From an optimization exercise on the open Yosys and OpenROAD flow, aimed at small area, a short achievable clock period and few clock cycles per item; shortcuts taken in it are not production practice.
Only simulation tests tie the RTL to the original design; equivalence was not proved.
Power and IR drop assume default switching activity.

==> flow/design.v, too long to show whole: its modules and the start of the top module <==
// module brimet_mul24: 967 lines
// module brimet_fa: 4 lines
// module brimet_add48: 188 lines
// module brimet_cadd49: 195 lines
// module brimet_alu: 336 lines
// module brimet_cmp31: 34 lines
module brimet_alu (
    input  wire        clk,
    input  wire        rst,
    input  wire        in_valid,
    input  wire [7:0]  in_op,
    input  wire [13:0] in_imm,
    input  wire [31:0] in_a,
    input  wire [7:0]  in_aq,
    input  wire [31:0] in_b,
    input  wire [7:0]  in_bq,
    input  wire [31:0] in_d,
    input  wire [7:0]  in_dq,
    output reg         out_valid,
    output reg  [31:0] out_val,
    output reg  [7:0]  out_q
);
  // ...
==> flow/flow/run.sh <==
#!/bin/bash
# Standard ORFS layout of the design at the design's clock period and
# constraints. Changes: a larger setup margin for repair_timing, so that the
# resizer also works on paths well inside the clock period, and port buffers
# of a plain buffer cell (every input and output port still gets one).
set -euo pipefail
bash standard.sh SETUP_SLACK_MARGIN=27.9 'BUFFER_PORTS_ARGS=-buffer_cell sky130_fd_sc_hd__buf_1' finish > standard_flow.log 2>&1
==> flow/standard.sh <==
#!/bin/bash
# synth_recipe.tcl (not shown) runs the flow's synth.tcl, then flattens the netlist and writes it again
# the make line also repeats each setting of config.mk as NAME=value (left out here)
make -C /OpenROAD-flow-scripts/flow DESIGN_CONFIG=/design/flow/config.mk WORK_HOME=/design/flow/orfs CLKGATE_MAP_FILE= SYNTH_SCRIPT=/design/flow/synth_recipe.tcl "${@:-finish}"
==> flow/config.mk <==
export PLATFORM = sky130hd
export DESIGN_NAME = brimet_alu
export DESIGN_NICKNAME = brimet_alu
export VERILOG_FILES = /design/flow/design.v
export SDC_FILE = /design/flow/constraint.sdc
export NUM_CORES = 4
export LEC_CHECK = 0
export CAP_MARGIN = 20
export CORE_MARGIN = 2
export CORE_UTILIZATION = 50
export SLEW_MARGIN = 20
export SYNTH_HIERARCHICAL = 1
export SYNTH_MINIMUM_KEEP_SIZE = 0
==> flow/constraint.sdc <==
create_clock -name core_clock -period 36.0 [get_ports {clk}]
set_input_delay 7.2000 -clock core_clock [delete_from_list [all_inputs] [get_ports {clk}]]
set_output_delay 7.2000 -clock core_clock [all_outputs]
set_load 0.01 [all_outputs]
==> notes.md, run 1 <==
Layout Nets roughly 5500; PortBufs 180; post-synthesis cell count 4766; met1 Usage GRT approximately 45%; number of gates on the worst path with buffers counted 1; Via density 6.31; non-clock inverter count 218; met3 WL post-DR 11100 um; Finished Cell Area ~45000 sq um; initial drt markers approximately 3800; clock group total power between 0.0004 and 0.0005 W; Avg Cell Area, Syn 8.66 sq um; crit-path cells buf_6; final WL approximately 140000 um; Final Non-Filler Cells 5908; Fin Setup TNS 0 ps; Clock Buffer Count 51; status timing/DRC/antenna clean; post-layout util 54.9%; ANT nets after route 0; nature of the critical path endpoint primary output; Comb group 0.00345 W; met2 wire length 61200 um; global-route wire length before repair between 200000 and 250000 um; DRC 0
Testbench counts, summed over its fixed seeds: cycles 48,032, ops 48,000.
==> module brimet_mul24, before the edit <==
module brimet_mul24 (
    input  wire [23:0] a,
    input  wire [23:0] b,
    output wire [47:0] p
);
    wire one0 = b[0] ^ 1'b0;
    wire two0 = (b[1] & ~b[0] & ~1'b0) | (~b[1] & b[0] & 1'b0);
    wire neg0 = b[1] & ~(b[0] & 1'b0);
    wire [24:0] ax0 = {1'b0, a} ^ {25{neg0}};
    wire [24:0] pp0;
    assign pp0[0] = (one0 & ax0[0]) | (two0 & neg0);
    assign pp0[1] = (one0 & ax0[1]) | (two0 & ax0[0]);
    assign pp0[2] = (one0 & ax0[2]) | (two0 & ax0[1]);
    assign pp0[3] = (one0 & ax0[3]) | (two0 & ax0[2]);
    assign pp0[4] = (one0 & ax0[4]) | (two0 & ax0[3]);
    assign pp0[5] = (one0 & ax0[5]) | (two0 & ax0[4]);
    assign pp0[6] = (one0 & ax0[6]) | (two0 & ax0[5]);
    assign pp0[7] = (one0 & ax0[7]) | (two0 & ax0[6]);
    assign pp0[8] = (one0 & ax0[8]) | (two0 & ax0[7]);
    assign pp0[9] = (one0 & ax0[9]) | (two0 & ax0[8]);
    assign pp0[10] = (one0 & ax0[10]) | (two0 & ax0[9]);
    assign pp0[11] = (one0 & ax0[11]) | (two0 & ax0[10]);
    assign pp0[12] = (one0 & ax0[12]) | (two0 & ax0[11]);
    assign pp0[13] = (one0 & ax0[13]) | (two0 & ax0[12]);
    assign pp0[14] = (one0 & ax0[14]) | (two0 & ax0[13]);
    assign pp0[15] = (one0 & ax0[15]) | (two0 & ax0[14]);
    assign pp0[16] = (one0 & ax0[16]) | (two0 & ax0[15]);
    assign pp0[17] = (one0 & ax0[17]) | (two0 & ax0[16]);
    assign pp0[18] = (one0 & ax0[18]) | (two0 & ax0[17]);
    assign pp0[19] = (one0 & ax0[19]) | (two0 & ax0[18]);
    assign pp0[20] = (one0 & ax0[20]) | (two0 & ax0[19]);
    assign pp0[21] = (one0 & ax0[21]) | (two0 & ax0[20]);
    assign pp0[22] = (one0 & ax0[22]) | (two0 & ax0[21]);
    assign pp0[23] = (one0 & ax0[23]) | (two0 & ax0[22]);
    assign pp0[24] = (one0 & ax0[24]) | (two0 & ax0[23]);
    wire one1 = b[2] ^ b[1];
    wire two1 = (b[3] & ~b[2] & ~b[1]) | (~b[3] & b[2] & b[1]);
    wire neg1 = b[3] & ~(b[2] & b[1]);
    wire [24:0] ax1 = {1'b0, a} ^ {25{neg1}};
    wire [24:0] pp1;
    assign pp1[0] = (one1 & ax1[0]) | (two1 & neg1);
    assign pp1[1] = (one1 & ax1[1]) | (two1 & ax1[0]);
    assign pp1[2] = (one1 & ax1[2]) | (two1 & ax1[1]);
    assign pp1[3] = (one1 & ax1[3]) | (two1 & ax1[2]);
    assign pp1[4] = (one1 & ax1[4]) | (two1 & ax1[3]);
    assign pp1[5] = (one1 & ax1[5]) | (two1 & ax1[4]);
    assign pp1[6] = (one1 & ax1[6]) | (two1 & ax1[5]);
    assign pp1[7] = (one1 & ax1[7]) | (two1 & ax1[6]);
    assign pp1[8] = (one1 & ax1[8]) | (two1 & ax1[7]);
    assign pp1[9] = (one1 & ax1[9]) | (two1 & ax1[8]);
    assign pp1[10] = (one1 & ax1[10]) | (two1 & ax1[9]);
    assign pp1[11] = (one1 & ax1[11]) | (two1 & ax1[10]);
    assign pp1[12] = (one1 & ax1[12]) | (two1 & ax1[11]);
    assign pp1[13] = (one1 & ax1[13]) | (two1 & ax1[12]);
    assign pp1[14] = (one1 & ax1[14]) | (two1 & ax1[13]);
    assign pp1[15] = (one1 & ax1[15]) | (two1 & ax1[14]);
    assign pp1[16] = (one1 & ax1[16]) | (two1 & ax1[15]);
    assign pp1[17] = (one1 & ax1[17]) | (two1 & ax1[16]);
    assign pp1[18] = (one1 & ax1[18]) | (two1 & ax1[17]);
    assign pp1[19] = (one1 & ax1[19]) | (two1 & ax1[18]);
    assign pp1[20] = (one1 & ax1[20]) | (two1 & ax1[19]);
    assign pp1[21] = (one1 & ax1[21]) | (two1 & ax1[20]);
    assign pp1[22] = (one1 & ax1[22]) | (two1 & ax1[21]);
    assign pp1[23] = (one1 & ax1[23]) | (two1 & ax1[22]);
    assign pp1[24] = (one1 & ax1[24]) | (two1 & ax1[23]);
    wire one2 = b[4] ^ b[3];
    wire two2 = (b[5] & ~b[4] & ~b[3]) | (~b[5] & b[4] & b[3]);
    wire neg2 = b[5] & ~(b[4] & b[3]);
    wire [24:0] ax2 = {1'b0, a} ^ {25{neg2}};
    wire [24:0] pp2;
    assign pp2[0] = (one2 & ax2[0]) | (two2 & neg2);
    assign pp2[1] = (one2 & ax2[1]) | (two2 & ax2[0]);
    assign pp2[2] = (one2 & ax2[2]) | (two2 & ax2[1]);
    assign pp2[3] = (one2 & ax2[3]) | (two2 & ax2[2]);
    assign pp2[4] = (one2 & ax2[4]) | (two2 & ax2[3]);
    assign pp2[5] = (one2 & ax2[5]) | (two2 & ax2[4]);
    assign pp2[6] = (one2 & ax2[6]) | (two2 & ax2[5]);
    assign pp2[7] = (one2 & ax2[7]) | (two2 & ax2[6]);
    assign pp2[8] = (one2 & ax2[8]) | (two2 & ax2[7]);
    assign pp2[9] = (one2 & ax2[9]) | (two2 & ax2[8]);
    assign pp2[10] = (one2 & ax2[10]) | (two2 & ax2[9]);
    assign pp2[11] = (one2 & ax2[11]) | (two2 & ax2[10]);
    assign pp2[12] = (one2 & ax2[12]) | (two2 & ax2[11]);
    assign pp2[13] = (one2 & ax2[13]) | (two2 & ax2[12]);
    assign pp2[14] = (one2 & ax2[14]) | (two2 & ax2[13]);
    assign pp2[15] = (one2 & ax2[15]) | (two2 & ax2[14]);
    assign pp2[16] = (one2 & ax2[16]) | (two2 & ax2[15]);
    assign pp2[17] = (one2 & ax2[17]) | (two2 & ax2[16]);
    assign pp2[18] = (one2 & ax2[18]) | (two2 & ax2[17]);
    assign pp2[19] = (one2 & ax2[19]) | (two2 & ax2[18]);
    assign pp2[20] = (one2 & ax2[20]) | (two2 & ax2[19]);
    assign pp2[21] = (one2 & ax2[21]) | (two2 & ax2[20]);
    assign pp2[22] = (one2 & ax2[22]) | (two2 & ax2[21]);
    assign pp2[23] = (one2 & ax2[23]) | (two2 & ax2[22]);
    assign pp2[24] = (one2 & ax2[24]) | (two2 & ax2[23]);
    wire one3 = b[6] ^ b[5];
    wire two3 = (b[7] & ~b[6] & ~b[5]) | (~b[7] & b[6] & b[5]);
    wire neg3 = b[7] & ~(b[6] & b[5]);
    wire [24:0] ax3 = {1'b0, a} ^ {25{neg3}};
    wire [24:0] pp3;
    assign pp3[0] = (one3 & ax3[0]) | (two3 & neg3);
    assign pp3[1] = (one3 & ax3[1]) | (two3 & ax3[0]);
    assign pp3[2] = (one3 & ax3[2]) | (two3 & ax3[1]);
    assign pp3[3] = (one3 & ax3[3]) | (two3 & ax3[2]);
    assign pp3[4] = (one3 & ax3[4]) | (two3 & ax3[3]);
    assign pp3[5] = (one3 & ax3[5]) | (two3 & ax3[4]);
    assign pp3[6] = (one3 & ax3[6]) | (two3 & ax3[5]);
    assign pp3[7] = (one3 & ax3[7]) | (two3 & ax3[6]);
    assign pp3[8] = (one3 & ax3[8]) | (two3 & ax3[7]);
    assign pp3[9] = (one3 & ax3[9]) | (two3 & ax3[8]);
    assign pp3[10] = (one3 & ax3[10]) | (two3 & ax3[9]);
    assign pp3[11] = (one3 & ax3[11]) | (two3 & ax3[10]);
    assign pp3[12] = (one3 & ax3[12]) | (two3 & ax3[11]);
    assign pp3[13] = (one3 & ax3[13]) | (two3 & ax3[12]);
    assign pp3[14] = (one3 & ax3[14]) | (two3 & ax3[13]);
    assign pp3[15] = (one3 & ax3[15]) | (two3 & ax3[14]);
    assign pp3[16] = (one3 & ax3[16]) | (two3 & ax3[15]);
    assign pp3[17] = (one3 & ax3[17]) | (two3 & ax3[16]);
    assign pp3[18] = (one3 & ax3[18]) | (two3 & ax3[17]);
    assign pp3[19] = (one3 & ax3[19]) | (two3 & ax3[18]);
    assign pp3[20] = (one3 & ax3[20]) | (two3 & ax3[19]);
    assign pp3[21] = (one3 & ax3[21]) | (two3 & ax3[20]);
    assign pp3[22] = (one3 & ax3[22]) | (two3 & ax3[21]);
    assign pp3[23] = (one3 & ax3[23]) | (two3 & ax3[22]);
    assign pp3[24] = (one3 & ax3[24]) | (two3 & ax3[23]);
    wire one4 = b[8] ^ b[7];
    wire two4 = (b[9] & ~b[8] & ~b[7]) | (~b[9] & b[8] & b[7]);
    wire neg4 = b[9] & ~(b[8] & b[7]);
    wire [24:0] ax4 = {1'b0, a} ^ {25{neg4}};
    wire [24:0] pp4;
    assign pp4[0] = (one4 & ax4[0]) | (two4 & neg4);
    assign pp4[1] = (one4 & ax4[1]) | (two4 & ax4[0]);
    assign pp4[2] = (one4 & ax4[2]) | (two4 & ax4[1]);
    assign pp4[3] = (one4 & ax4[3]) | (two4 & ax4[2]);
    assign pp4[4] = (one4 & ax4[4]) | (two4 & ax4[3]);
    assign pp4[5] = (one4 & ax4[5]) | (two4 & ax4[4]);
    assign pp4[6] = (one4 & ax4[6]) | (two4 & ax4[5]);
    assign pp4[7] = (one4 & ax4[7]) | (two4 & ax4[6]);
    assign pp4[8] = (one4 & ax4[8]) | (two4 & ax4[7]);
    assign pp4[9] = (one4 & ax4[9]) | (two4 & ax4[8]);
    assign pp4[10] = (one4 & ax4[10]) | (two4 & ax4[9]);
    assign pp4[11] = (one4 & ax4[11]) | (two4 & ax4[10]);
    assign pp4[12] = (one4 & ax4[12]) | (two4 & ax4[11]);
    assign pp4[13] = (one4 & ax4[13]) | (two4 & ax4[12]);
    assign pp4[14] = (one4 & ax4[14]) | (two4 & ax4[13]);
    assign pp4[15] = (one4 & ax4[15]) | (two4 & ax4[14]);
    assign pp4[16] = (one4 & ax4[16]) | (two4 & ax4[15]);
    assign pp4[17] = (one4 & ax4[17]) | (two4 & ax4[16]);
    assign pp4[18] = (one4 & ax4[18]) | (two4 & ax4[17]);
    assign pp4[19] = (one4 & ax4[19]) | (two4 & ax4[18]);
    assign pp4[20] = (one4 & ax4[20]) | (two4 & ax4[19]);
    assign pp4[21] = (one4 & ax4[21]) | (two4 & ax4[20]);
    assign pp4[22] = (one4 & ax4[22]) | (two4 & ax4[21]);
    assign pp4[23] = (one4 & ax4[23]) | (two4 & ax4[22]);
    assign pp4[24] = (one4 & ax4[24]) | (two4 & ax4[23]);
    wire one5 = b[10] ^ b[9];
    wire two5 = (b[11] & ~b[10] & ~b[9]) | (~b[11] & b[10] & b[9]);
    wire neg5 = b[11] & ~(b[10] & b[9]);
    wire [24:0] ax5 = {1'b0, a} ^ {25{neg5}};
    wire [24:0] pp5;
    assign pp5[0] = (one5 & ax5[0]) | (two5 & neg5);
    assign pp5[1] = (one5 & ax5[1]) | (two5 & ax5[0]);
    assign pp5[2] = (one5 & ax5[2]) | (two5 & ax5[1]);
    assign pp5[3] = (one5 & ax5[3]) | (two5 & ax5[2]);
    assign pp5[4] = (one5 & ax5[4]) | (two5 & ax5[3]);
    assign pp5[5] = (one5 & ax5[5]) | (two5 & ax5[4]);
    assign pp5[6] = (one5 & ax5[6]) | (two5 & ax5[5]);
    assign pp5[7] = (one5 & ax5[7]) | (two5 & ax5[6]);
    assign pp5[8] = (one5 & ax5[8]) | (two5 & ax5[7]);
    assign pp5[9] = (one5 & ax5[9]) | (two5 & ax5[8]);
    assign pp5[10] = (one5 & ax5[10]) | (two5 & ax5[9]);
    assign pp5[11] = (one5 & ax5[11]) | (two5 & ax5[10]);
    assign pp5[12] = (one5 & ax5[12]) | (two5 & ax5[11]);
    assign pp5[13] = (one5 & ax5[13]) | (two5 & ax5[12]);
    assign pp5[14] = (one5 & ax5[14]) | (two5 & ax5[13]);
    assign pp5[15] = (one5 & ax5[15]) | (two5 & ax5[14]);
    assign pp5[16] = (one5 & ax5[16]) | (two5 & ax5[15]);
    assign pp5[17] = (one5 & ax5[17]) | (two5 & ax5[16]);
    assign pp5[18] = (one5 & ax5[18]) | (two5 & ax5[17]);
    assign pp5[19] = (one5 & ax5[19]) | (two5 & ax5[18]);
    assign pp5[20] = (one5 & ax5[20]) | (two5 & ax5[19]);
    assign pp5[21] = (one5 & ax5[21]) | (two5 & ax5[20]);
    assign pp5[22] = (one5 & ax5[22]) | (two5 & ax5[21]);
    assign pp5[23] = (one5 & ax5[23]) | (two5 & ax5[22]);
    assign pp5[24] = (one5 & ax5[24]) | (two5 & ax5[23]);
    wire one6 = b[12] ^ b[11];
    wire two6 = (b[13] & ~b[12] & ~b[11]) | (~b[13] & b[12] & b[11]);
    wire neg6 = b[13] & ~(b[12] & b[11]);
    wire [24:0] ax6 = {1'b0, a} ^ {25{neg6}};
    wire [24:0] pp6;
    assign pp6[0] = (one6 & ax6[0]) | (two6 & neg6);
    assign pp6[1] = (one6 & ax6[1]) | (two6 & ax6[0]);
    assign pp6[2] = (one6 & ax6[2]) | (two6 & ax6[1]);
    assign pp6[3] = (one6 & ax6[3]) | (two6 & ax6[2]);
    assign pp6[4] = (one6 & ax6[4]) | (two6 & ax6[3]);
    assign pp6[5] = (one6 & ax6[5]) | (two6 & ax6[4]);
    assign pp6[6] = (one6 & ax6[6]) | (two6 & ax6[5]);
    assign pp6[7] = (one6 & ax6[7]) | (two6 & ax6[6]);
    assign pp6[8] = (one6 & ax6[8]) | (two6 & ax6[7]);
    assign pp6[9] = (one6 & ax6[9]) | (two6 & ax6[8]);
    assign pp6[10] = (one6 & ax6[10]) | (two6 & ax6[9]);
    assign pp6[11] = (one6 & ax6[11]) | (two6 & ax6[10]);
    assign pp6[12] = (one6 & ax6[12]) | (two6 & ax6[11]);
    assign pp6[13] = (one6 & ax6[13]) | (two6 & ax6[12]);
    assign pp6[14] = (one6 & ax6[14]) | (two6 & ax6[13]);
    assign pp6[15] = (one6 & ax6[15]) | (two6 & ax6[14]);
    assign pp6[16] = (one6 & ax6[16]) | (two6 & ax6[15]);
    assign pp6[17] = (one6 & ax6[17]) | (two6 & ax6[16]);
    assign pp6[18] = (one6 & ax6[18]) | (two6 & ax6[17]);
    assign pp6[19] = (one6 & ax6[19]) | (two6 & ax6[18]);
    assign pp6[20] = (one6 & ax6[20]) | (two6 & ax6[19]);
    assign pp6[21] = (one6 & ax6[21]) | (two6 & ax6[20]);
    assign pp6[22] = (one6 & ax6[22]) | (two6 & ax6[21]);
    assign pp6[23] = (one6 & ax6[23]) | (two6 & ax6[22]);
    assign pp6[24] = (one6 & ax6[24]) | (two6 & ax6[23]);
    wire one7 = b[14] ^ b[13];
    wire two7 = (b[15] & ~b[14] & ~b[13]) | (~b[15] & b[14] & b[13]);
    wire neg7 = b[15] & ~(b[14] & b[13]);
    wire [24:0] ax7 = {1'b0, a} ^ {25{neg7}};
    wire [24:0] pp7;
    assign pp7[0] = (one7 & ax7[0]) | (two7 & neg7);
    assign pp7[1] = (one7 & ax7[1]) | (two7 & ax7[0]);
    assign pp7[2] = (one7 & ax7[2]) | (two7 & ax7[1]);
    assign pp7[3] = (one7 & ax7[3]) | (two7 & ax7[2]);
    assign pp7[4] = (one7 & ax7[4]) | (two7 & ax7[3]);
    assign pp7[5] = (one7 & ax7[5]) | (two7 & ax7[4]);
    assign pp7[6] = (one7 & ax7[6]) | (two7 & ax7[5]);
    assign pp7[7] = (one7 & ax7[7]) | (two7 & ax7[6]);
    assign pp7[8] = (one7 & ax7[8]) | (two7 & ax7[7]);
    assign pp7[9] = (one7 & ax7[9]) | (two7 & ax7[8]);
    assign pp7[10] = (one7 & ax7[10]) | (two7 & ax7[9]);
    assign pp7[11] = (one7 & ax7[11]) | (two7 & ax7[10]);
    assign pp7[12] = (one7 & ax7[12]) | (two7 & ax7[11]);
    assign pp7[13] = (one7 & ax7[13]) | (two7 & ax7[12]);
    assign pp7[14] = (one7 & ax7[14]) | (two7 & ax7[13]);
    assign pp7[15] = (one7 & ax7[15]) | (two7 & ax7[14]);
    assign pp7[16] = (one7 & ax7[16]) | (two7 & ax7[15]);
    assign pp7[17] = (one7 & ax7[17]) | (two7 & ax7[16]);
    assign pp7[18] = (one7 & ax7[18]) | (two7 & ax7[17]);
    assign pp7[19] = (one7 & ax7[19]) | (two7 & ax7[18]);
    assign pp7[20] = (one7 & ax7[20]) | (two7 & ax7[19]);
    assign pp7[21] = (one7 & ax7[21]) | (two7 & ax7[20]);
    assign pp7[22] = (one7 & ax7[22]) | (two7 & ax7[21]);
    assign pp7[23] = (one7 & ax7[23]) | (two7 & ax7[22]);
    assign pp7[24] = (one7 & ax7[24]) | (two7 & ax7[23]);
    wire one8 = b[16] ^ b[15];
    wire two8 = (b[17] & ~b[16] & ~b[15]) | (~b[17] & b[16] & b[15]);
    wire neg8 = b[17] & ~(b[16] & b[15]);
    wire [24:0] ax8 = {1'b0, a} ^ {25{neg8}};
    wire [24:0] pp8;
    assign pp8[0] = (one8 & ax8[0]) | (two8 & neg8);
    assign pp8[1] = (one8 & ax8[1]) | (two8 & ax8[0]);
    assign pp8[2] = (one8 & ax8[2]) | (two8 & ax8[1]);
    assign pp8[3] = (one8 & ax8[3]) | (two8 & ax8[2]);
    assign pp8[4] = (one8 & ax8[4]) | (two8 & ax8[3]);
    assign pp8[5] = (one8 & ax8[5]) | (two8 & ax8[4]);
    assign pp8[6] = (one8 & ax8[6]) | (two8 & ax8[5]);
    assign pp8[7] = (one8 & ax8[7]) | (two8 & ax8[6]);
    assign pp8[8] = (one8 & ax8[8]) | (two8 & ax8[7]);
    assign pp8[9] = (one8 & ax8[9]) | (two8 & ax8[8]);
    assign pp8[10] = (one8 & ax8[10]) | (two8 & ax8[9]);
    assign pp8[11] = (one8 & ax8[11]) | (two8 & ax8[10]);
    assign pp8[12] = (one8 & ax8[12]) | (two8 & ax8[11]);
    assign pp8[13] = (one8 & ax8[13]) | (two8 & ax8[12]);
    assign pp8[14] = (one8 & ax8[14]) | (two8 & ax8[13]);
    assign pp8[15] = (one8 & ax8[15]) | (two8 & ax8[14]);
    assign pp8[16] = (one8 & ax8[16]) | (two8 & ax8[15]);
    assign pp8[17] = (one8 & ax8[17]) | (two8 & ax8[16]);
    assign pp8[18] = (one8 & ax8[18]) | (two8 & ax8[17]);
    assign pp8[19] = (one8 & ax8[19]) | (two8 & ax8[18]);
    assign pp8[20] = (one8 & ax8[20]) | (two8 & ax8[19]);
    assign pp8[21] = (one8 & ax8[21]) | (two8 & ax8[20]);
    assign pp8[22] = (one8 & ax8[22]) | (two8 & ax8[21]);
    assign pp8[23] = (one8 & ax8[23]) | (two8 & ax8[22]);
    assign pp8[24] = (one8 & ax8[24]) | (two8 & ax8[23]);
    wire one9 = b[18] ^ b[17];
    wire two9 = (b[19] & ~b[18] & ~b[17]) | (~b[19] & b[18] & b[17]);
    wire neg9 = b[19] & ~(b[18] & b[17]);
    wire [24:0] ax9 = {1'b0, a} ^ {25{neg9}};
    wire [24:0] pp9;
    assign pp9[0] = (one9 & ax9[0]) | (two9 & neg9);
    assign pp9[1] = (one9 & ax9[1]) | (two9 & ax9[0]);
    assign pp9[2] = (one9 & ax9[2]) | (two9 & ax9[1]);
    assign pp9[3] = (one9 & ax9[3]) | (two9 & ax9[2]);
    assign pp9[4] = (one9 & ax9[4]) | (two9 & ax9[3]);
    assign pp9[5] = (one9 & ax9[5]) | (two9 & ax9[4]);
    assign pp9[6] = (one9 & ax9[6]) | (two9 & ax9[5]);
    assign pp9[7] = (one9 & ax9[7]) | (two9 & ax9[6]);
    assign pp9[8] = (one9 & ax9[8]) | (two9 & ax9[7]);
    assign pp9[9] = (one9 & ax9[9]) | (two9 & ax9[8]);
    assign pp9[10] = (one9 & ax9[10]) | (two9 & ax9[9]);
    assign pp9[11] = (one9 & ax9[11]) | (two9 & ax9[10]);
    assign pp9[12] = (one9 & ax9[12]) | (two9 & ax9[11]);
    assign pp9[13] = (one9 & ax9[13]) | (two9 & ax9[12]);
    assign pp9[14] = (one9 & ax9[14]) | (two9 & ax9[13]);
    assign pp9[15] = (one9 & ax9[15]) | (two9 & ax9[14]);
    assign pp9[16] = (one9 & ax9[16]) | (two9 & ax9[15]);
    assign pp9[17] = (one9 & ax9[17]) | (two9 & ax9[16]);
    assign pp9[18] = (one9 & ax9[18]) | (two9 & ax9[17]);
    assign pp9[19] = (one9 & ax9[19]) | (two9 & ax9[18]);
    assign pp9[20] = (one9 & ax9[20]) | (two9 & ax9[19]);
    assign pp9[21] = (one9 & ax9[21]) | (two9 & ax9[20]);
    assign pp9[22] = (one9 & ax9[22]) | (two9 & ax9[21]);
    assign pp9[23] = (one9 & ax9[23]) | (two9 & ax9[22]);
    assign pp9[24] = (one9 & ax9[24]) | (two9 & ax9[23]);
    wire one10 = b[20] ^ b[19];
    wire two10 = (b[21] & ~b[20] & ~b[19]) | (~b[21] & b[20] & b[19]);
    wire neg10 = b[21] & ~(b[20] & b[19]);
    wire [24:0] ax10 = {1'b0, a} ^ {25{neg10}};
    wire [24:0] pp10;
    assign pp10[0] = (one10 & ax10[0]) | (two10 & neg10);
    assign pp10[1] = (one10 & ax10[1]) | (two10 & ax10[0]);
    assign pp10[2] = (one10 & ax10[2]) | (two10 & ax10[1]);
    assign pp10[3] = (one10 & ax10[3]) | (two10 & ax10[2]);
    assign pp10[4] = (one10 & ax10[4]) | (two10 & ax10[3]);
    assign pp10[5] = (one10 & ax10[5]) | (two10 & ax10[4]);
    assign pp10[6] = (one10 & ax10[6]) | (two10 & ax10[5]);
    assign pp10[7] = (one10 & ax10[7]) | (two10 & ax10[6]);
    assign pp10[8] = (one10 & ax10[8]) | (two10 & ax10[7]);
    assign pp10[9] = (one10 & ax10[9]) | (two10 & ax10[8]);
    assign pp10[10] = (one10 & ax10[10]) | (two10 & ax10[9]);
    assign pp10[11] = (one10 & ax10[11]) | (two10 & ax10[10]);
    assign pp10[12] = (one10 & ax10[12]) | (two10 & ax10[11]);
    assign pp10[13] = (one10 & ax10[13]) | (two10 & ax10[12]);
    assign pp10[14] = (one10 & ax10[14]) | (two10 & ax10[13]);
    assign pp10[15] = (one10 & ax10[15]) | (two10 & ax10[14]);
    assign pp10[16] = (one10 & ax10[16]) | (two10 & ax10[15]);
    assign pp10[17] = (one10 & ax10[17]) | (two10 & ax10[16]);
    assign pp10[18] = (one10 & ax10[18]) | (two10 & ax10[17]);
    assign pp10[19] = (one10 & ax10[19]) | (two10 & ax10[18]);
    assign pp10[20] = (one10 & ax10[20]) | (two10 & ax10[19]);
    assign pp10[21] = (one10 & ax10[21]) | (two10 & ax10[20]);
    assign pp10[22] = (one10 & ax10[22]) | (two10 & ax10[21]);
    assign pp10[23] = (one10 & ax10[23]) | (two10 & ax10[22]);
    assign pp10[24] = (one10 & ax10[24]) | (two10 & ax10[23]);
    wire one11 = b[22] ^ b[21];
    wire two11 = (b[23] & ~b[22] & ~b[21]) | (~b[23] & b[22] & b[21]);
    wire neg11 = b[23] & ~(b[22] & b[21]);
    wire [24:0] ax11 = {1'b0, a} ^ {25{neg11}};
    wire [24:0] pp11;
    assign pp11[0] = (one11 & ax11[0]) | (two11 & neg11);
    assign pp11[1] = (one11 & ax11[1]) | (two11 & ax11[0]);
    assign pp11[2] = (one11 & ax11[2]) | (two11 & ax11[1]);
    assign pp11[3] = (one11 & ax11[3]) | (two11 & ax11[2]);
    assign pp11[4] = (one11 & ax11[4]) | (two11 & ax11[3]);
    assign pp11[5] = (one11 & ax11[5]) | (two11 & ax11[4]);
    assign pp11[6] = (one11 & ax11[6]) | (two11 & ax11[5]);
    assign pp11[7] = (one11 & ax11[7]) | (two11 & ax11[6]);
    assign pp11[8] = (one11 & ax11[8]) | (two11 & ax11[7]);
    assign pp11[9] = (one11 & ax11[9]) | (two11 & ax11[8]);
    assign pp11[10] = (one11 & ax11[10]) | (two11 & ax11[9]);
    assign pp11[11] = (one11 & ax11[11]) | (two11 & ax11[10]);
    assign pp11[12] = (one11 & ax11[12]) | (two11 & ax11[11]);
    assign pp11[13] = (one11 & ax11[13]) | (two11 & ax11[12]);
    assign pp11[14] = (one11 & ax11[14]) | (two11 & ax11[13]);
    assign pp11[15] = (one11 & ax11[15]) | (two11 & ax11[14]);
    assign pp11[16] = (one11 & ax11[16]) | (two11 & ax11[15]);
    assign pp11[17] = (one11 & ax11[17]) | (two11 & ax11[16]);
    assign pp11[18] = (one11 & ax11[18]) | (two11 & ax11[17]);
    assign pp11[19] = (one11 & ax11[19]) | (two11 & ax11[18]);
    assign pp11[20] = (one11 & ax11[20]) | (two11 & ax11[19]);
    assign pp11[21] = (one11 & ax11[21]) | (two11 & ax11[20]);
    assign pp11[22] = (one11 & ax11[22]) | (two11 & ax11[21]);
    assign pp11[23] = (one11 & ax11[23]) | (two11 & ax11[22]);
    assign pp11[24] = (one11 & ax11[24]) | (two11 & ax11[23]);
    wire [23:0] pp12 = a & {24{b[23]}};
    wire w1 = ~neg0 ^ pp1[23];
    wire w2 = ~neg0 & pp1[23];
    wire w3 = pp1[24] ^ pp2[22];
    wire w4 = pp1[24] & pp2[22];
    wire w5 = pp0[16] ^ pp1[14];
    wire w6 = pp0[16] & pp1[14];
    wire w7 = pp0[17] ^ pp1[15];
    wire w8 = pp0[17] & pp1[15];
    wire w9, w10;
    brimet_fa uw9 (pp0[18], pp1[16], pp2[14], w9, w10);
    wire w11 = pp3[12] ^ pp4[10];
    wire w12 = pp3[12] & pp4[10];
    wire w13, w14;
    brimet_fa uw13 (pp0[19], pp1[17], pp2[15], w13, w14);
    wire w15 = pp3[13] ^ pp4[11];
    wire w16 = pp3[13] & pp4[11];
    wire w17, w18;
    brimet_fa uw17 (pp0[20], pp1[18], pp2[16], w17, w18);
    wire w19, w20;
    brimet_fa uw19 (pp3[14], pp4[12], pp5[10], w19, w20);
    wire w21 = pp6[8] ^ pp7[6];
    wire w22 = pp6[8] & pp7[6];
    wire w23, w24;
    brimet_fa uw23 (pp0[21], pp1[19], pp2[17], w23, w24);
    wire w25, w26;
    brimet_fa uw25 (pp3[15], pp4[13], pp5[11], w25, w26);
    wire w27 = pp6[9] ^ pp7[7];
    wire w28 = pp6[9] & pp7[7];
    wire w29, w30;
    brimet_fa uw29 (pp0[22], pp1[20], pp2[18], w29, w30);
    wire w31, w32;
    brimet_fa uw31 (pp3[16], pp4[14], pp5[12], w31, w32);
    wire w33, w34;
    brimet_fa uw33 (pp6[10], pp7[8], pp8[6], w33, w34);
    wire w35 = pp9[4] ^ pp10[2];
    wire w36 = pp9[4] & pp10[2];
    wire w37, w38;
    brimet_fa uw37 (pp0[23], pp1[21], pp2[19], w37, w38);
    wire w39, w40;
    brimet_fa uw39 (pp3[17], pp4[15], pp5[13], w39, w40);
    wire w41, w42;
    brimet_fa uw41 (pp6[11], pp7[9], pp8[7], w41, w42);
    wire w43 = pp9[5] ^ pp10[3];
    wire w44 = pp9[5] & pp10[3];
    wire w45, w46;
    brimet_fa uw45 (pp0[24], pp1[22], pp2[20], w45, w46);
    wire w47, w48;
    brimet_fa uw47 (pp3[18], pp4[16], pp5[14], w47, w48);
    wire w49, w50;
    brimet_fa uw49 (pp6[12], pp7[10], pp8[8], w49, w50);
    wire w51, w52;
    brimet_fa uw51 (pp9[6], pp10[4], pp11[2], w51, w52);
    wire w53, w54;
    brimet_fa uw53 (w1, pp2[21], pp3[19], w53, w54);
    wire w55, w56;
    brimet_fa uw55 (pp4[17], pp5[15], pp6[13], w55, w56);
    wire w57, w58;
    brimet_fa uw57 (pp7[11], pp8[9], pp9[7], w57, w58);
    wire w59, w60;
    brimet_fa uw59 (pp10[5], pp11[3], pp12[1], w59, w60);
    wire w61, w62;
    brimet_fa uw61 (w3, pp3[20], pp4[18], w61, w62);
    wire w63, w64;
    brimet_fa uw63 (pp5[16], pp6[14], pp7[12], w63, w64);
    wire w65, w66;
    brimet_fa uw65 (pp8[10], pp9[8], pp10[6], w65, w66);
    wire w67, w68;
    brimet_fa uw67 (pp11[4], pp12[2], 1'b1, w67, w68);
    wire w69, w70;
    brimet_fa uw69 (~neg1, pp2[23], pp3[21], w69, w70);
    wire w71, w72;
    brimet_fa uw71 (pp4[19], pp5[17], pp6[15], w71, w72);
    wire w73, w74;
    brimet_fa uw73 (pp7[13], pp8[11], pp9[9], w73, w74);
    wire w75, w76;
    brimet_fa uw75 (pp10[7], pp11[5], pp12[3], w75, w76);
    wire w77, w78;
    brimet_fa uw77 (pp2[24], pp3[22], pp4[20], w77, w78);
    wire w79, w80;
    brimet_fa uw79 (pp5[18], pp6[16], pp7[14], w79, w80);
    wire w81, w82;
    brimet_fa uw81 (pp8[12], pp9[10], pp10[8], w81, w82);
    wire w83 = pp11[6] ^ pp12[4];
    wire w84 = pp11[6] & pp12[4];
    wire w85, w86;
    brimet_fa uw85 (~neg2, pp3[23], pp4[21], w85, w86);
    wire w87, w88;
    brimet_fa uw87 (pp5[19], pp6[17], pp7[15], w87, w88);
    wire w89, w90;
    brimet_fa uw89 (pp8[13], pp9[11], pp10[9], w89, w90);
    wire w91, w92;
    brimet_fa uw91 (pp3[24], pp4[22], pp5[20], w91, w92);
    wire w93, w94;
    brimet_fa uw93 (pp6[18], pp7[16], pp8[14], w93, w94);
    wire w95 = pp9[12] ^ pp10[10];
    wire w96 = pp9[12] & pp10[10];
    wire w97, w98;
    brimet_fa uw97 (~neg3, pp4[23], pp5[21], w97, w98);
    wire w99, w100;
    brimet_fa uw99 (pp6[19], pp7[17], pp8[15], w99, w100);
    wire w101, w102;
    brimet_fa uw101 (pp4[24], pp5[22], pp6[20], w101, w102);
    wire w103 = pp7[18] ^ pp8[16];
    wire w104 = pp7[18] & pp8[16];
    wire w105, w106;
    brimet_fa uw105 (~neg4, pp5[23], pp6[21], w105, w106);
    wire w107 = pp5[24] ^ pp6[22];
    wire w108 = pp5[24] & pp6[22];
    wire w109 = pp0[10] ^ pp1[8];
    wire w110 = pp0[10] & pp1[8];
    wire w111 = pp0[11] ^ pp1[9];
    wire w112 = pp0[11] & pp1[9];
    wire w113, w114;
    brimet_fa uw113 (pp0[12], pp1[10], pp2[8], w113, w114);
    wire w115 = pp3[6] ^ pp4[4];
    wire w116 = pp3[6] & pp4[4];
    wire w117, w118;
    brimet_fa uw117 (pp0[13], pp1[11], pp2[9], w117, w118);
    wire w119 = pp3[7] ^ pp4[5];
    wire w120 = pp3[7] & pp4[5];
    wire w121, w122;
    brimet_fa uw121 (pp0[14], pp1[12], pp2[10], w121, w122);
    wire w123, w124;
    brimet_fa uw123 (pp3[8], pp4[6], pp5[4], w123, w124);
    wire w125 = pp6[2] ^ pp7[0];
    wire w126 = pp6[2] & pp7[0];
    wire w127, w128;
    brimet_fa uw127 (pp0[15], pp1[13], pp2[11], w127, w128);
    wire w129, w130;
    brimet_fa uw129 (pp3[9], pp4[7], pp5[5], w129, w130);
    wire w131 = pp6[3] ^ pp7[1];
    wire w132 = pp6[3] & pp7[1];
    wire w133, w134;
    brimet_fa uw133 (w5, pp2[12], pp3[10], w133, w134);
    wire w135, w136;
    brimet_fa uw135 (pp4[8], pp5[6], pp6[4], w135, w136);
    wire w137, w138;
    brimet_fa uw137 (pp7[2], pp8[0], neg8, w137, w138);
    wire w139, w140;
    brimet_fa uw139 (w7, pp2[13], pp3[11], w139, w140);
    wire w141, w142;
    brimet_fa uw141 (pp4[9], pp5[7], pp6[5], w141, w142);
    wire w143, w144;
    brimet_fa uw143 (pp7[3], pp8[1], w6, w143, w144);
    wire w145, w146;
    brimet_fa uw145 (w9, w11, pp5[8], w145, w146);
    wire w147, w148;
    brimet_fa uw147 (pp6[6], pp7[4], pp8[2], w147, w148);
    wire w149, w150;
    brimet_fa uw149 (pp9[0], neg9, w8, w149, w150);
    wire w151, w152;
    brimet_fa uw151 (w13, w15, pp5[9], w151, w152);
    wire w153, w154;
    brimet_fa uw153 (pp6[7], pp7[5], pp8[3], w153, w154);
    wire w155, w156;
    brimet_fa uw155 (pp9[1], w10, w12, w155, w156);
    wire w157, w158;
    brimet_fa uw157 (w17, w19, w21, w157, w158);
    wire w159, w160;
    brimet_fa uw159 (pp8[4], pp9[2], pp10[0], w159, w160);
    wire w161, w162;
    brimet_fa uw161 (neg10, w14, w16, w161, w162);
    wire w163, w164;
    brimet_fa uw163 (w23, w25, w27, w163, w164);
    wire w165, w166;
    brimet_fa uw165 (pp8[5], pp9[3], pp10[1], w165, w166);
    wire w167, w168;
    brimet_fa uw167 (w18, w20, w22, w167, w168);
    wire w169, w170;
    brimet_fa uw169 (w29, w31, w33, w169, w170);
    wire w171, w172;
    brimet_fa uw171 (w35, pp11[0], neg11, w171, w172);
    wire w173, w174;
    brimet_fa uw173 (w24, w26, w28, w173, w174);
    wire w175, w176;
    brimet_fa uw175 (w37, w39, w41, w175, w176);
    wire w177, w178;
    brimet_fa uw177 (w43, pp11[1], w30, w177, w178);
    wire w179, w180;
    brimet_fa uw179 (w32, w34, w36, w179, w180);
    wire w181, w182;
    brimet_fa uw181 (w45, w47, w49, w181, w182);
    wire w183, w184;
    brimet_fa uw183 (w51, pp12[0], w38, w183, w184);
    wire w185, w186;
    brimet_fa uw185 (w40, w42, w44, w185, w186);
    wire w187, w188;
    brimet_fa uw187 (w53, w55, w57, w187, w188);
    wire w189, w190;
    brimet_fa uw189 (w59, 1'b1, w46, w189, w190);
    wire w191, w192;
    brimet_fa uw191 (w48, w50, w52, w191, w192);
    wire w193, w194;
    brimet_fa uw193 (w61, w63, w65, w193, w194);
    wire w195, w196;
    brimet_fa uw195 (w67, w2, w54, w195, w196);
    wire w197, w198;
    brimet_fa uw197 (w56, w58, w60, w197, w198);
    wire w199, w200;
    brimet_fa uw199 (w69, w71, w73, w199, w200);
    wire w201, w202;
    brimet_fa uw201 (w75, w4, w62, w201, w202);
    wire w203, w204;
    brimet_fa uw203 (w64, w66, w68, w203, w204);
    wire w205, w206;
    brimet_fa uw205 (w77, w79, w81, w205, w206);
    wire w207, w208;
    brimet_fa uw207 (w83, 1'b1, w70, w207, w208);
    wire w209, w210;
    brimet_fa uw209 (w72, w74, w76, w209, w210);
    wire w211, w212;
    brimet_fa uw211 (w85, w87, w89, w211, w212);
    wire w213, w214;
    brimet_fa uw213 (pp11[7], pp12[5], w78, w213, w214);
    wire w215, w216;
    brimet_fa uw215 (w80, w82, w84, w215, w216);
    wire w217, w218;
    brimet_fa uw217 (w91, w93, w95, w217, w218);
    wire w219, w220;
    brimet_fa uw219 (pp11[8], pp12[6], 1'b1, w219, w220);
    wire w221, w222;
    brimet_fa uw221 (w86, w88, w90, w221, w222);
    wire w223, w224;
    brimet_fa uw223 (w97, w99, pp9[13], w223, w224);
    wire w225, w226;
    brimet_fa uw225 (pp10[11], pp11[9], pp12[7], w225, w226);
    wire w227, w228;
    brimet_fa uw227 (w92, w94, w96, w227, w228);
    wire w229, w230;
    brimet_fa uw229 (w101, w103, pp9[14], w229, w230);
    wire w231, w232;
    brimet_fa uw231 (pp10[12], pp11[10], pp12[8], w231, w232);
    wire w233, w234;
    brimet_fa uw233 (1'b1, w98, w100, w233, w234);
    wire w235, w236;
    brimet_fa uw235 (w105, pp7[19], pp8[17], w235, w236);
    wire w237, w238;
    brimet_fa uw237 (pp9[15], pp10[13], pp11[11], w237, w238);
    wire w239, w240;
    brimet_fa uw239 (pp12[9], w102, w104, w239, w240);
    wire w241, w242;
    brimet_fa uw241 (w107, pp7[20], pp8[18], w241, w242);
    wire w243, w244;
    brimet_fa uw243 (pp9[16], pp10[14], pp11[12], w243, w244);
    wire w245, w246;
    brimet_fa uw245 (pp12[10], 1'b1, w106, w245, w246);
    wire w247, w248;
    brimet_fa uw247 (~neg5, pp6[23], pp7[21], w247, w248);
    wire w249, w250;
    brimet_fa uw249 (pp8[19], pp9[17], pp10[15], w249, w250);
    wire w251, w252;
    brimet_fa uw251 (pp11[13], pp12[11], w108, w251, w252);
    wire w253, w254;
    brimet_fa uw253 (pp6[24], pp7[22], pp8[20], w253, w254);
    wire w255, w256;
    brimet_fa uw255 (pp9[18], pp10[16], pp11[14], w255, w256);
    wire w257 = pp12[12] ^ 1'b1;
    wire w258 = pp12[12] & 1'b1;
    wire w259, w260;
    brimet_fa uw259 (~neg6, pp7[23], pp8[21], w259, w260);
    wire w261, w262;
    brimet_fa uw261 (pp9[19], pp10[17], pp11[15], w261, w262);
    wire w263, w264;
    brimet_fa uw263 (pp7[24], pp8[22], pp9[20], w263, w264);
    wire w265 = pp10[18] ^ pp11[16];
    wire w266 = pp10[18] & pp11[16];
    wire w267, w268;
    brimet_fa uw267 (~neg7, pp8[23], pp9[21], w267, w268);
    wire w269 = pp8[24] ^ pp9[22];
    wire w270 = pp8[24] & pp9[22];
    wire w271 = pp0[6] ^ pp1[4];
    wire w272 = pp0[6] & pp1[4];
    wire w273 = pp0[7] ^ pp1[5];
    wire w274 = pp0[7] & pp1[5];
    wire w275, w276;
    brimet_fa uw275 (pp0[8], pp1[6], pp2[4], w275, w276);
    wire w277 = pp3[2] ^ pp4[0];
    wire w278 = pp3[2] & pp4[0];
    wire w279, w280;
    brimet_fa uw279 (pp0[9], pp1[7], pp2[5], w279, w280);
    wire w281 = pp3[3] ^ pp4[1];
    wire w282 = pp3[3] & pp4[1];
    wire w283, w284;
    brimet_fa uw283 (w109, pp2[6], pp3[4], w283, w284);
    wire w285, w286;
    brimet_fa uw285 (pp4[2], pp5[0], neg5, w285, w286);
    wire w287, w288;
    brimet_fa uw287 (w111, pp2[7], pp3[5], w287, w288);
    wire w289, w290;
    brimet_fa uw289 (pp4[3], pp5[1], w110, w289, w290);
    wire w291, w292;
    brimet_fa uw291 (w113, w115, pp5[2], w291, w292);
    wire w293, w294;
    brimet_fa uw293 (pp6[0], neg6, w112, w293, w294);
    wire w295, w296;
    brimet_fa uw295 (w117, w119, pp5[3], w295, w296);
    wire w297, w298;
    brimet_fa uw297 (pp6[1], w114, w116, w297, w298);
    wire w299, w300;
    brimet_fa uw299 (w121, w123, w125, w299, w300);
    wire w301, w302;
    brimet_fa uw301 (neg7, w118, w120, w301, w302);
    wire w303, w304;
    brimet_fa uw303 (w127, w129, w131, w303, w304);
    wire w305, w306;
    brimet_fa uw305 (w122, w124, w126, w305, w306);
    wire w307, w308;
    brimet_fa uw307 (w133, w135, w137, w307, w308);
    wire w309, w310;
    brimet_fa uw309 (w128, w130, w132, w309, w310);
    wire w311, w312;
    brimet_fa uw311 (w139, w141, w143, w311, w312);
    wire w313, w314;
    brimet_fa uw313 (w134, w136, w138, w313, w314);
    wire w315, w316;
    brimet_fa uw315 (w145, w147, w149, w315, w316);
    wire w317, w318;
    brimet_fa uw317 (w140, w142, w144, w317, w318);
    wire w319, w320;
    brimet_fa uw319 (w151, w153, w155, w319, w320);
    wire w321, w322;
    brimet_fa uw321 (w146, w148, w150, w321, w322);
    wire w323, w324;
    brimet_fa uw323 (w157, w159, w161, w323, w324);
    wire w325, w326;
    brimet_fa uw325 (w152, w154, w156, w325, w326);
    wire w327, w328;
    brimet_fa uw327 (w163, w165, w167, w327, w328);
    wire w329, w330;
    brimet_fa uw329 (w158, w160, w162, w329, w330);
    wire w331, w332;
    brimet_fa uw331 (w169, w171, w173, w331, w332);
    wire w333, w334;
    brimet_fa uw333 (w164, w166, w168, w333, w334);
    wire w335, w336;
    brimet_fa uw335 (w175, w177, w179, w335, w336);
    wire w337, w338;
    brimet_fa uw337 (w170, w172, w174, w337, w338);
    wire w339, w340;
    brimet_fa uw339 (w181, w183, w185, w339, w340);
    wire w341, w342;
    brimet_fa uw341 (w176, w178, w180, w341, w342);
    wire w343, w344;
    brimet_fa uw343 (w187, w189, w191, w343, w344);
    wire w345, w346;
    brimet_fa uw345 (w182, w184, w186, w345, w346);
    wire w347, w348;
    brimet_fa uw347 (w193, w195, w197, w347, w348);
    wire w349, w350;
    brimet_fa uw349 (w188, w190, w192, w349, w350);
    wire w351, w352;
    brimet_fa uw351 (w199, w201, w203, w351, w352);
    wire w353, w354;
    brimet_fa uw353 (w194, w196, w198, w353, w354);
    wire w355, w356;
    brimet_fa uw355 (w205, w207, w209, w355, w356);
    wire w357, w358;
    brimet_fa uw357 (w200, w202, w204, w357, w358);
    wire w359, w360;
    brimet_fa uw359 (w211, w213, w215, w359, w360);
    wire w361, w362;
    brimet_fa uw361 (w206, w208, w210, w361, w362);
    wire w363, w364;
    brimet_fa uw363 (w217, w219, w221, w363, w364);
    wire w365, w366;
    brimet_fa uw365 (w212, w214, w216, w365, w366);
    wire w367, w368;
    brimet_fa uw367 (w223, w225, w227, w367, w368);
    wire w369, w370;
    brimet_fa uw369 (w218, w220, w222, w369, w370);
    wire w371, w372;
    brimet_fa uw371 (w229, w231, w233, w371, w372);
    wire w373, w374;
    brimet_fa uw373 (w224, w226, w228, w373, w374);
    wire w375, w376;
    brimet_fa uw375 (w235, w237, w239, w375, w376);
    wire w377, w378;
    brimet_fa uw377 (w230, w232, w234, w377, w378);
    wire w379, w380;
    brimet_fa uw379 (w241, w243, w245, w379, w380);
    wire w381, w382;
    brimet_fa uw381 (w236, w238, w240, w381, w382);
    wire w383, w384;
    brimet_fa uw383 (w247, w249, w251, w383, w384);
    wire w385, w386;
    brimet_fa uw385 (w242, w244, w246, w385, w386);
    wire w387, w388;
    brimet_fa uw387 (w253, w255, w257, w387, w388);
    wire w389, w390;
    brimet_fa uw389 (w248, w250, w252, w389, w390);
    wire w391, w392;
    brimet_fa uw391 (w259, w261, pp12[13], w391, w392);
    wire w393, w394;
    brimet_fa uw393 (w254, w256, w258, w393, w394);
    wire w395, w396;
    brimet_fa uw395 (w263, w265, pp12[14], w395, w396);
    wire w397, w398;
    brimet_fa uw397 (1'b1, w260, w262, w397, w398);
    wire w399, w400;
    brimet_fa uw399 (w267, pp10[19], pp11[17], w399, w400);
    wire w401, w402;
    brimet_fa uw401 (pp12[15], w264, w266, w401, w402);
    wire w403, w404;
    brimet_fa uw403 (w269, pp10[20], pp11[18], w403, w404);
    wire w405, w406;
    brimet_fa uw405 (pp12[16], 1'b1, w268, w405, w406);
    wire w407, w408;
    brimet_fa uw407 (~neg8, pp9[23], pp10[21], w407, w408);
    wire w409, w410;
    brimet_fa uw409 (pp11[19], pp12[17], w270, w409, w410);
    wire w411, w412;
    brimet_fa uw411 (pp9[24], pp10[22], pp11[20], w411, w412);
    wire w413 = pp12[18] ^ 1'b1;
    wire w414 = pp12[18] & 1'b1;
    wire w415, w416;
    brimet_fa uw415 (~neg9, pp10[23], pp11[21], w415, w416);
    wire w417 = pp10[24] ^ pp11[22];
    wire w418 = pp10[24] & pp11[22];
    wire w419 = pp0[4] ^ pp1[2];
    wire w420 = pp0[4] & pp1[2];
    wire w421 = pp0[5] ^ pp1[3];
    wire w422 = pp0[5] & pp1[3];
    wire w423, w424;
    brimet_fa uw423 (w271, pp2[2], pp3[0], w423, w424);
    wire w425, w426;
    brimet_fa uw425 (w273, pp2[3], pp3[1], w425, w426);
    wire w427, w428;
    brimet_fa uw427 (w275, w277, neg4, w427, w428);
    wire w429, w430;
    brimet_fa uw429 (w279, w281, w276, w429, w430);
    wire w431, w432;
    brimet_fa uw431 (w283, w285, w280, w431, w432);
    wire w433, w434;
    brimet_fa uw433 (w287, w289, w284, w433, w434);
    wire w435, w436;
    brimet_fa uw435 (w291, w293, w288, w435, w436);
    wire w437, w438;
    brimet_fa uw437 (w295, w297, w292, w437, w438);
    wire w439, w440;
    brimet_fa uw439 (w299, w301, w296, w439, w440);
    wire w441, w442;
    brimet_fa uw441 (w303, w305, w300, w441, w442);
    wire w443, w444;
    brimet_fa uw443 (w307, w309, w304, w443, w444);
    wire w445, w446;
    brimet_fa uw445 (w311, w313, w308, w445, w446);
    wire w447, w448;
    brimet_fa uw447 (w315, w317, w312, w447, w448);
    wire w449, w450;
    brimet_fa uw449 (w319, w321, w316, w449, w450);
    wire w451, w452;
    brimet_fa uw451 (w323, w325, w320, w451, w452);
    wire w453, w454;
    brimet_fa uw453 (w327, w329, w324, w453, w454);
    wire w455, w456;
    brimet_fa uw455 (w331, w333, w328, w455, w456);
    wire w457, w458;
    brimet_fa uw457 (w335, w337, w332, w457, w458);
    wire w459, w460;
    brimet_fa uw459 (w339, w341, w336, w459, w460);
    wire w461, w462;
    brimet_fa uw461 (w343, w345, w340, w461, w462);
    wire w463, w464;
    brimet_fa uw463 (w347, w349, w344, w463, w464);
    wire w465, w466;
    brimet_fa uw465 (w351, w353, w348, w465, w466);
    wire w467, w468;
    brimet_fa uw467 (w355, w357, w352, w467, w468);
    wire w469, w470;
    brimet_fa uw469 (w359, w361, w356, w469, w470);
    wire w471, w472;
    brimet_fa uw471 (w363, w365, w360, w471, w472);
    wire w473, w474;
    brimet_fa uw473 (w367, w369, w364, w473, w474);
    wire w475, w476;
    brimet_fa uw475 (w371, w373, w368, w475, w476);
    wire w477, w478;
    brimet_fa uw477 (w375, w377, w372, w477, w478);
    wire w479, w480;
    brimet_fa uw479 (w379, w381, w376, w479, w480);
    wire w481, w482;
    brimet_fa uw481 (w383, w385, w380, w481, w482);
    wire w483, w484;
    brimet_fa uw483 (w387, w389, w384, w483, w484);
    wire w485, w486;
    brimet_fa uw485 (w391, w393, w388, w485, w486);
    wire w487, w488;
    brimet_fa uw487 (w395, w397, w392, w487, w488);
    wire w489, w490;
    brimet_fa uw489 (w399, w401, w396, w489, w490);
    wire w491, w492;
    brimet_fa uw491 (w403, w405, w400, w491, w492);
    wire w493, w494;
    brimet_fa uw493 (w407, w409, w404, w493, w494);
    wire w495, w496;
    brimet_fa uw495 (w411, w413, w408, w495, w496);
    wire w497, w498;
    brimet_fa uw497 (w415, pp12[19], w412, w497, w498);
    wire w499, w500;
    brimet_fa uw499 (w417, pp12[20], 1'b1, w499, w500);
    wire w501, w502;
    brimet_fa uw501 (~neg10, pp11[23], pp12[21], w501, w502);
    wire w503 = pp11[24] ^ pp12[22];
    wire w504 = pp11[24] & pp12[22];
    wire w505 = pp0[2] ^ pp1[0];
    wire w506 = pp0[2] & pp1[0];
    wire w507 = pp0[3] ^ pp1[1];
    wire w508 = pp0[3] & pp1[1];
    wire w509, w510;
    brimet_fa uw509 (w419, pp2[0], neg2, w509, w510);
    wire w511, w512;
    brimet_fa uw511 (w421, pp2[1], w420, w511, w512);
    wire w513, w514;
    brimet_fa uw513 (w423, neg3, w422, w513, w514);
    wire w515, w516;
    brimet_fa uw515 (w425, w272, w424, w515, w516);
    wire w517, w518;
    brimet_fa uw517 (w427, w274, w426, w517, w518);
    wire w519, w520;
    brimet_fa uw519 (w429, w278, w428, w519, w520);
    wire w521, w522;
    brimet_fa uw521 (w431, w282, w430, w521, w522);
    wire w523, w524;
    brimet_fa uw523 (w433, w286, w432, w523, w524);
    wire w525, w526;
    brimet_fa uw525 (w435, w290, w434, w525, w526);
    wire w527, w528;
    brimet_fa uw527 (w437, w294, w436, w527, w528);
    wire w529, w530;
    brimet_fa uw529 (w439, w298, w438, w529, w530);
    wire w531, w532;
    brimet_fa uw531 (w441, w302, w440, w531, w532);
    wire w533, w534;
    brimet_fa uw533 (w443, w306, w442, w533, w534);
    wire w535, w536;
    brimet_fa uw535 (w445, w310, w444, w535, w536);
    wire w537, w538;
    brimet_fa uw537 (w447, w314, w446, w537, w538);
    wire w539, w540;
    brimet_fa uw539 (w449, w318, w448, w539, w540);
    wire w541, w542;
    brimet_fa uw541 (w451, w322, w450, w541, w542);
    wire w543, w544;
    brimet_fa uw543 (w453, w326, w452, w543, w544);
    wire w545, w546;
    brimet_fa uw545 (w455, w330, w454, w545, w546);
    wire w547, w548;
    brimet_fa uw547 (w457, w334, w456, w547, w548);
    wire w549, w550;
    brimet_fa uw549 (w459, w338, w458, w549, w550);
    wire w551, w552;
    brimet_fa uw551 (w461, w342, w460, w551, w552);
    wire w553, w554;
    brimet_fa uw553 (w463, w346, w462, w553, w554);
    wire w555, w556;
    brimet_fa uw555 (w465, w350, w464, w555, w556);
    wire w557, w558;
    brimet_fa uw557 (w467, w354, w466, w557, w558);
    wire w559, w560;
    brimet_fa uw559 (w469, w358, w468, w559, w560);
    wire w561, w562;
    brimet_fa uw561 (w471, w362, w470, w561, w562);
    wire w563, w564;
    brimet_fa uw563 (w473, w366, w472, w563, w564);
    wire w565, w566;
    brimet_fa uw565 (w475, w370, w474, w565, w566);
    wire w567, w568;
    brimet_fa uw567 (w477, w374, w476, w567, w568);
    wire w569, w570;
    brimet_fa uw569 (w479, w378, w478, w569, w570);
    wire w571, w572;
    brimet_fa uw571 (w481, w382, w480, w571, w572);
    wire w573, w574;
    brimet_fa uw573 (w483, w386, w482, w573, w574);
    wire w575, w576;
    brimet_fa uw575 (w485, w390, w484, w575, w576);
    wire w577, w578;
    brimet_fa uw577 (w487, w394, w486, w577, w578);
    wire w579, w580;
    brimet_fa uw579 (w489, w398, w488, w579, w580);
    wire w581, w582;
    brimet_fa uw581 (w491, w402, w490, w581, w582);
    wire w583, w584;
    brimet_fa uw583 (w493, w406, w492, w583, w584);
    wire w585, w586;
    brimet_fa uw585 (w495, w410, w494, w585, w586);
    wire w587, w588;
    brimet_fa uw587 (w497, w414, w496, w587, w588);
    wire w589, w590;
    brimet_fa uw589 (w499, w416, w498, w589, w590);
    wire w591, w592;
    brimet_fa uw591 (w501, w418, w500, w591, w592);
    wire w593, w594;
    brimet_fa uw593 (w503, 1'b1, w502, w593, w594);
    wire w595, w596;
    brimet_fa uw595 (~neg11, pp12[23], w504, w595, w596);
    wire [47:0] r0 = {w595, w593, w591, w589, w587, w585, w583, w581, w579, w577, w575, w573, w571, w569, w567, w565, w563, w561, w559, w557, w555, w553, w551, w549, w547, w545, w543, w541, w539, w537, w535, w533, w531, w529, w527, w525, w523, w521, w519, w517, w515, w513, w511, w509, w507, w505, pp0[1], pp0[0]};
    wire [47:0] r1 = {w594, w592, w590, w588, w586, w584, w582, w580, w578, w576, w574, w572, w570, w568, w566, w564, w562, w560, w558, w556, w554, w552, w550, w548, w546, w544, w542, w540, w538, w536, w534, w532, w530, w528, w526, w524, w522, w520, w518, w516, w514, w512, w510, w508, w506, neg1, 1'b0, neg0};
    wire        co;
    brimet_add48 u_cpa (.x(r0), .y(r1), .s0(p), .c0(co));
endmodule
==> inputs of run 2 (changes only) <==
--- a/flow/design.v
+++ b/flow/design.v
@@ -1,6 +1,7 @@
 module brimet_mul24 (
-    input  wire [23:0] a,
-    input  wire [23:0] b,
+    input  wire [23:0] a,    
+    input  wire [23:0] b,    
     output wire [47:0] p
 );
+    wire [23:0] ah = {1'b1, a[22:0]};
     wire one0 = b[0] ^ 1'b0;
@@ -8,3 +9,3 @@
     wire neg0 = b[1] & ~(b[0] & 1'b0);
-    wire [24:0] ax0 = {1'b0, a} ^ {25{neg0}};
+    wire [24:0] ax0 = {1'b0, ah} ^ {25{neg0}};
     wire [24:0] pp0;
@@ -38,3 +39,3 @@
     wire neg1 = b[3] & ~(b[2] & b[1]);
-    wire [24:0] ax1 = {1'b0, a} ^ {25{neg1}};
+    wire [24:0] ax1 = {1'b0, ah} ^ {25{neg1}};
     wire [24:0] pp1;
@@ -68,3 +69,3 @@
     wire neg2 = b[5] & ~(b[4] & b[3]);
-    wire [24:0] ax2 = {1'b0, a} ^ {25{neg2}};
+    wire [24:0] ax2 = {1'b0, ah} ^ {25{neg2}};
     wire [24:0] pp2;
@@ -98,3 +99,3 @@
     wire neg3 = b[7] & ~(b[6] & b[5]);
-    wire [24:0] ax3 = {1'b0, a} ^ {25{neg3}};
+    wire [24:0] ax3 = {1'b0, ah} ^ {25{neg3}};
     wire [24:0] pp3;
@@ -128,3 +129,3 @@
     wire neg4 = b[9] & ~(b[8] & b[7]);
-    wire [24:0] ax4 = {1'b0, a} ^ {25{neg4}};
+    wire [24:0] ax4 = {1'b0, ah} ^ {25{neg4}};
     wire [24:0] pp4;
@@ -158,3 +159,3 @@
     wire neg5 = b[11] & ~(b[10] & b[9]);
-    wire [24:0] ax5 = {1'b0, a} ^ {25{neg5}};
+    wire [24:0] ax5 = {1'b0, ah} ^ {25{neg5}};
     wire [24:0] pp5;
@@ -188,3 +189,3 @@
     wire neg6 = b[13] & ~(b[12] & b[11]);
-    wire [24:0] ax6 = {1'b0, a} ^ {25{neg6}};
+    wire [24:0] ax6 = {1'b0, ah} ^ {25{neg6}};
     wire [24:0] pp6;
@@ -218,3 +219,3 @@
     wire neg7 = b[15] & ~(b[14] & b[13]);
-    wire [24:0] ax7 = {1'b0, a} ^ {25{neg7}};
+    wire [24:0] ax7 = {1'b0, ah} ^ {25{neg7}};
     wire [24:0] pp7;
@@ -248,3 +249,3 @@
     wire neg8 = b[17] & ~(b[16] & b[15]);
-    wire [24:0] ax8 = {1'b0, a} ^ {25{neg8}};
+    wire [24:0] ax8 = {1'b0, ah} ^ {25{neg8}};
     wire [24:0] pp8;
@@ -278,3 +279,3 @@
     wire neg9 = b[19] & ~(b[18] & b[17]);
-    wire [24:0] ax9 = {1'b0, a} ^ {25{neg9}};
+    wire [24:0] ax9 = {1'b0, ah} ^ {25{neg9}};
     wire [24:0] pp9;
@@ -308,3 +309,3 @@
     wire neg10 = b[21] & ~(b[20] & b[19]);
-    wire [24:0] ax10 = {1'b0, a} ^ {25{neg10}};
+    wire [24:0] ax10 = {1'b0, ah} ^ {25{neg10}};
     wire [24:0] pp10;
@@ -336,5 +337,5 @@
     wire one11 = b[22] ^ b[21];
-    wire two11 = (b[23] & ~b[22] & ~b[21]) | (~b[23] & b[22] & b[21]);
-    wire neg11 = b[23] & ~(b[22] & b[21]);
-    wire [24:0] ax11 = {1'b0, a} ^ {25{neg11}};
+    wire two11 = (1'b1 & ~b[22] & ~b[21]) | (~1'b1 & b[22] & b[21]);
+    wire neg11 = 1'b1 & ~(b[22] & b[21]);
+    wire [24:0] ax11 = {1'b0, ah} ^ {25{neg11}};
     wire [24:0] pp11;
@@ -365,3 +366,3 @@
     assign pp11[24] = (one11 & ax11[24]) | (two11 & ax11[23]);
-    wire [23:0] pp12 = a & {24{b[23]}};
+    wire [23:0] pp12 = ah & {24{1'b1}};
     wire w1 = ~neg0 ^ pp1[23];
--- a/flow/config.mk
+++ b/flow/config.mk
@@ -7,6 +7,7 @@
 export LEC_CHECK = 0
-export CAP_MARGIN = 20
+export CAP_MARGIN = 0
 export CORE_MARGIN = 2
-export CORE_UTILIZATION = 50
-export SLEW_MARGIN = 20
+export CORE_UTILIZATION = 62
+export PLACE_DENSITY = 0.72
+export SLEW_MARGIN = 0
 export SYNTH_HIERARCHICAL = 1
==> run 2 against run 1 <==
Compared with the run above:
- fmax grew 0.13%
- highest routed layer unchanged
- clock power down 5.5%
- largest power group unchanged
- hold slack lost 2.0 ps
==> notes.md, run 2 <==
Top Usage Layer GRT met2; most common cell after layout, fill and taps aside xnor2_1; row count 94; internal power 0.00217 W; Slew @ Worst Pin 1070 ps; Clock Sinks 383; Synth warnings 7; initial antenna violation count 1; met3 usage 8.90%; met1 Usage GRT 53.7% (+9.0 points); Layout Nets 5400 (-1.3%); largest reg by FF count s2_mag; Clock Pin Slew Worst Setup and Hold Paths 60 ps; CP max stage cell dfxtp_1; status timing/DRC/antenna clean; initial drt markers 4305 (+12%); MaxCap Viol Count 0; CP Data Required Time 28800 ps; Avg Cell Area, Syn 8.71 sq um (+0.52%); final setup vio count 0; GPL Wtd Cong 1.01; Fin Setup TNS 0 ps (unchanged); met2 usage 58.2%; crit-path max cell delay 310 ps; Die W ~260 um; crit-path cells buf_2; Clock Path Buffers 3; H-tree levels 2; Sw Ratio 55.1%; Via density 6.60 (+4.5%); vias in the first global route 34700; total congestion overflow 0; global-route wire length before repair 205000 um (-3.8%); Pwr Density approximately 110 nW/um^2; Die ar. 68200 sq um; hold_buf cts 0; startpoint types flop; CP Class flop to primary output; Avg WL per Cell 24.0 um; cts bufs inserted roughly 40; total track usage between 30% and 40%; clk_skew between 40 and 50 ps; Post-Syn Area between 40000 and 50000 sq um; most frequent cells in the layout 379 x xnor2_1, 362 x dfxtp_1, 318 x a21oi_1; Leak 18.2 nW; Final min period 8230 ps; 1st-pass router iterations 6; Die Y 261 um; layout cell share with drive strength beyond 1 10.2%; CP Buf/Inv Count 1; Worst-Skew Late Latency 610 ps; Hold Crit Class flop to flop; placed insts 5540; final-layout fill cell count around 5500; Core Area approximately 66000 sq um; Slew headroom 28.4%; CTS tree yes; Fin. Hold Viols 0; DRC 0 (unchanged); setup ws final 27770 ps; Area growth syn-to-layout 7.60%; max FFs per register 75; worst reg2reg setup slack 28120 ps; final WL 135000 um (-3.6%); final worst path period share between 20 and 25%; PortBufs 180 (unchanged); clk root buf clkbuf_16; initial core utilization 62.5%; Seq pwr share a little under an eighth; Place WS 26920 ps; Slew Viols, Final 0; RSZ-0062 raised after global routing yes; largest net degree at the start of global routing just under 80; post-synthesis cell count 4707 (-1.2%); Fmax 122 MHz; crit-path max FO 1; nature of the critical path endpoint primary output; ANT nets after route 0 (unchanged); Arrival @ worst endpoint around 1000 ps; maximum vdd drop 0.859 mV; Via Count 37100; Clock power frac 9.3%; Final Non-Filler Cells 5628 (-4.7%); Crit path max-delay family flip-flops; biggest regs s2_mag x75, s1_p x48; Comb power frac 79.1%; IO Count 186; DP HPWL just over 100000 um; Psw 0.00267 W
-- run 2: worst paths after layout --
kind	from	endpoint	cells after the start
max	out_q[2]	out_q[2]	1
min	s1_q[4]	s2_q[4]	0
max reg2reg	s0_a[0]	s1_mc[4]	30
min reg2reg	s1_q[4]	s2_q[4]	0
-- run 2: area by class of cell --
cell class                 count  area, sq um  area share (%)
antenna                        1         2.50         0.00567
clock buffer                  50         1120            2.54
clock inverter                25          345           0.783
inverter                     214          897            2.03
multi-input combinational   3831        31500            71.4
sequential                   383         7690            17.4
tap                          864         1080            2.45
timing repair buffer         259         1460            3.30
timing repair inverter         1         5.00          0.0113
-- run 2: what timing repair did --
action	4_1_cts	5_1_grt
gates cloned	3	1
pin swaps	1	5
buffers inserted	2	6
endpoints found under the setup margin	135	195
resized for setup	79	99
hold endpoints to repair	0	0
-- run 2: worst register-to-register path: cells and delay by family (launching register included) --
family / cells / cell delay [ps]
AOI/OAI and AO/OA: 12 / 2530
and+or+nand+nor: 6 / 830
buffers and inverters: 3 / 1110
muxes: 2 / 900
xor gates and xnor gates: 1 / 140
DFF: 1 / 300
adders and majority gates: 6 / 1890
-- run 2: routing by layer --
layer,wire [um],share of wire [%]
met5,0,0
met4,6560,4.9
met3,13900,10
met2,58000,43
met1,56500,42
-- run 2: power groups by stage --
stage	clock network, W	registers [W]	logic [W]
after detailed placement	0	0.000568	0.00355
after floorplan	0	0.000552	0.00218
after global routing	0.000473	0.000564	0.00409
after global placement	0	0.000566	0.00348
after CTS	0.000458	0.000559	0.00361
final	0.000450	0.000561	0.00382
-- run 2: stage by stage --
step | cell area, sq um | power [W] | hold WS, ps | util, %
3_3_place_gp | 42000 | 0.00404 | 310 | 64.0
3_5_place_dp | 42000 | 0.00412 | 312 | 64.0
4_1_cts | 43700 | 0.00463 | 325 | 66.6
2_1_floorplan | 41000 | 0.00274 | 310 | -
6_report | 44100 | 0.00483 | 324 | 67.2
5_1_grt | 44100 | 0.00513 | 332 | 67.2
Testbench counts of run 2, summed over its fixed seeds: cycles 48,032, ops 48,000.

==> what the ideal ports hide <==
Ports are ideal in the flow. The routed layouts listed here were re-timed in OpenROAD. Step 1 assumes that a clkbuf_16 drives the clock port and a buf_2 every other input. Step 2 moves the port delays by t, midway between the first and last clock arrival at a register: inputs arrive t later, outputs are due t later. That takes back most of the time a late clock gives input paths. Three values: ideal, step 1, step 2; two values: the first two.
run | t (ns) | setup slack, ns | cell pins on the clock port's net
run 1 | 0.666 | 27.759 / 27.686 / 27.871 | 1
run 2 | 0.649 | 27.770 / 27.704 / 27.880 | 1
After both steps setup and hold are still met in every run listed.
